This design comes from an exercise in tuning for small area, a short achievable clock period and few clock cycles per item on the open sky130 flow, not from production work. Only simulation tests tie the RTL to the original design; equivalence was not proved. No activity file was given, so power comes from the tool's default toggle rates.

==> flow/design.v (excerpt) <==
module conf_raymap (
    input  wire        clk,
    input  wire        rst,
    input  wire [12:0] cfg_hogels_x,
    input  wire [12:0] cfg_hogels_y,
    input  wire [4:0]  cfg_views_u,
    input  wire [4:0]  cfg_views_v,
    input  wire [1:0]  cfg_lens_type,
    input  wire [1:0]  cfg_layout,
    input  wire [1:0]  cfg_view_flip,
    input  wire [7:0]  cfg_slant_p,
    input  wire [4:0]  cfg_slant_q,
    input  wire [14:0] cfg_pitch_x,
    input  wire [14:0] cfg_pitch_y,
    input  wire        req_valid,
    output wire        req_ready,
    input  wire [15:0] req_px,
    input  wire [15:0] req_py,
    input  wire [1:0]  req_k,
    output wire        map_req,
    output wire [23:0] map_addr,
    input  wire        map_ack,
    input  wire [63:0] map_data,
    output wire        res_valid,
    input  wire        res_ready,
    output wire [1:0]  res_kind,
    output wire [29:0] res_ray,
    output wire [1:0]  res_colour
);
    localparam [1:0] K_MAPPED = 2'd0, K_UNMAPPED = 2'd1, K_BLACK = 2'd2;
    reg [12:0] c_hx, c_hy;
    reg [4:0]  c_nu, c_nv;
    reg [1:0]  c_lens, c_lay, c_flip;
    reg [5:0]  c_pabs;
    reg        c_pneg;
    reg [4:0]  c_q;
    reg [14:0] c_px, c_py;
    reg [8:0]  c_nuv;
    reg [18:0] c_b256, c_b768;    
    wire [7:0] pneg_in = 8'd0 - cfg_slant_p;
    always @(posedge clk) begin
        if (rst) begin
            c_hx   <= cfg_hogels_x;
            c_hy   <= cfg_hogels_y;
            c_nu   <= cfg_views_u;
            c_nv   <= cfg_views_v;
            c_lens <= cfg_lens_type;
            c_lay  <= cfg_layout;
            c_flip <= cfg_view_flip;
            c_pneg <= cfg_slant_p[7];
  ...
Size in the first run: ~19000 cells after synthesis, roughly 250 I/O pins.
Settings: LEC_CHECK=0, ABC_CLOCK_PERIOD_IN_PS=5000, CAP_MARGIN=20, CORE_MARGIN=2, CORE_UTILIZATION=40, SLEW_MARGIN=20, TNS_END_PERCENT=100; clock period 20.0 ns.
standard.sh (not shown) runs the stock make flow with config.mk's settings and CLKGATE_MAP_FILE= SYNTH_SCRIPT=/design/flow/synth_recipe.tcl, a recipe that flattens the netlist after the stock synthesis.
==> flow/flow/run.sh <==
#!/bin/bash
# Standard layout, with timing repair aiming well below the clock period.
set -euo pipefail
export SETUP_SLACK_MARGIN=${MARGIN:-13}
bash standard.sh > standard.log 2>&1
Testbench counts at the start, summed over its fixed seeds: cycles 18,113, items 11,520.
==> next run, changes <==
--- a/flow/design.v
+++ b/flow/design.v
@@ -722,27 +722,29 @@
         end
     end
     wire        lo_pass = a_lo;
     wire signed [17:0] m_A = a_mA;
     wire signed [17:0] m_B = a_mB;
     wire signed [12:0] sc1 = $signed({a_scl[11], a_scl});
     wire signed [35:0] pya = (lo_pass && a_ca) ? 36'sd65536 + sc1 : 36'sd0;
     wire signed [35:0] pyb = (lo_pass && a_cb) ? 36'sd65536 + sc1 : 36'sd0;
     wire signed [35:0] pra = (lo_pass && a_ca) ? $signed({{24{a_rot[11]}}, a_rot}) : 36'sd0;
     wire signed [35:0] prb = (lo_pass && a_cb) ? $signed({{24{a_rot[11]}}, a_rot}) : 36'sd0;
     wire signed [35:0] off = lo_pass ? 36'sd2147483648 : 36'sd0;
-    wire signed [35:0] px1 = ($signed({{18{m_A[17]}}, m_A}) <<< 16) + a_scl * m_A + pya + off;
+    wire signed [30:0] px1 = a_scl * m_A + $signed(pya[30:0]);
     wire signed [30:0] px2 = a_rot * m_B + $signed(prb[30:0]);
-    wire signed [35:0] py1 = ($signed({{18{m_B[17]}}, m_B}) <<< 16) + a_scl * m_B + pyb + off;
+    wire signed [30:0] py1 = a_scl * m_B + $signed(pyb[30:0]);
     wire signed [30:0] py2 = a_rot * m_A + $signed(pra[30:0]);
-    reg  signed [35:0] q_x1, q_y1;
+    reg  signed [17:0] q_mA, q_mB;
+    reg         q_lo;
+    reg  signed [30:0] q_x1, q_y1;
     reg  signed [30:0] q_x2, q_y2;
     reg         q_hi;
     reg  signed [35:0] hi_a, hi_b;
     reg  [1:0]  p_kind, p_col;
     reg         p_wide;
     reg  [29:0] p_rb;
     always @(posedge clk) begin
         if (rst) begin
             v3   <= 1'b0;
             ph   <= 1'b0;
             q_hi <= 1'b0;
@@ -751,44 +753,46 @@
             if (hold) begin
                 v3 <= 1'b0;
                 ph <= 1'b1;
             end else begin
                 v3 <= v2;
                 ph <= 1'b0;
             end
         end
         if (en) begin
             q_x1 <= px1;
             q_x2 <= px2;
+            q_mA <= m_A;
+            q_mB <= m_B;
+            q_lo <= lo_pass;
             q_y1 <= py1;
             q_y2 <= py2;
             if (!hold) begin
                 p_kind <= a_kind;
                 p_col  <= a_col;
                 p_wide <= wide_a;
                 p_rb   <= a_rb;
             end
         end
     end
-    wire signed [35:0] pa = q_x1 - q_x2;
-    wire signed [35:0] pb = q_y1 + q_y2;
+    wire signed [35:0] qoff = q_lo ? 36'sd2147483648 : 36'sd0;
+    wire signed [35:0] pa = ($signed({{18{q_mA[17]}}, q_mA}) <<< 16) + q_x1 - q_x2 + qoff;
+    wire signed [35:0] pb = ($signed({{18{q_mB[17]}}, q_mB}) <<< 16) + q_y1 + q_y2 + qoff;
     always @(posedge clk) begin
         if (en && q_hi) begin
             hi_a <= pa;
             hi_b <= pb;
         end
     end
-    wire signed [53:0] ta  = p_wide ? (($signed({{18{hi_a[35]}}, hi_a}) <<< 17) + q_x1 - q_x2)
-                                    : $signed({{18{pa[35]}}, pa});
-    wire signed [53:0] tb  = p_wide ? (($signed({{18{hi_b[35]}}, hi_b}) <<< 17) + q_y1 + q_y2)
-                                    : $signed({{18{pb[35]}}, pb});
+    wire signed [53:0] ta  = (p_wide ? ($signed({{18{hi_a[35]}}, hi_a}) <<< 17) : 54'sd0) + pa;
+    wire signed [53:0] tb  = (p_wide ? ($signed({{18{hi_b[35]}}, hi_b}) <<< 17) : 54'sd0) + pb;
     reg  [1:0]  s_kind, s_col;
     reg         s_ua, s_oa, s_ub, s_ob;
     reg  [15:0] s_va, s_vb;
     reg  [29:0] s_rb;
     always @(posedge clk) begin
         if (rst) begin
             v4 <= 1'b0;
         end else if (en) begin
             v4 <= v3;
         end
         if (en) begin
After rerunning: Synthesized cell count went down by 1.8%; final cell count went down by 1.0%; power grows by about 7%; clock-buffer cell count fell by 18; via count is lower by about 1.5%; die area came out lower by about 1.8%; clock power goes up by about 5%; setup slack is worse by 1100 ps; first-iteration DRC count is lower by 11%; synthesized area falls by about 1.8%; critical path depth grows by 9; global-route usage is lower by 0.42 points; combinational power went up by about 10%.
Testbench counts after the change, summed over its fixed seeds: cycles 18,113, items 11,520.

[static timing again, ports no longer ideal]
In the flow no input, the clock included, has a driving cell. The finished layouts below were timed again as built, in two steps.
Step 1 assumes that a clkbuf_16 drives the clock port and a buf_2 every other input.
Step 2 adds t to the input delays and takes it off the output delays; t is the mean of the earliest and latest rising clock arrival at the registers after step 1. Input paths then give back, and output paths get back, about the clock's delay inside the block.
Three values: ideal, step 1, step 2; two values: the first two.
run | t, ns | setup slack, ns | clock arrival spread, ns
the first run | 1.082 | 12.850 / 12.850 / 12.080 | 0.149 / 0.148
the second run | 1.086 | 11.769 / 11.769 / 11.769 | 0.100 / 0.100
After both steps setup and hold are still met in every run listed. The setup slack of the first run, which loses most, moves by 0.000 ns with the drivers and by -0.770 ns with both steps.
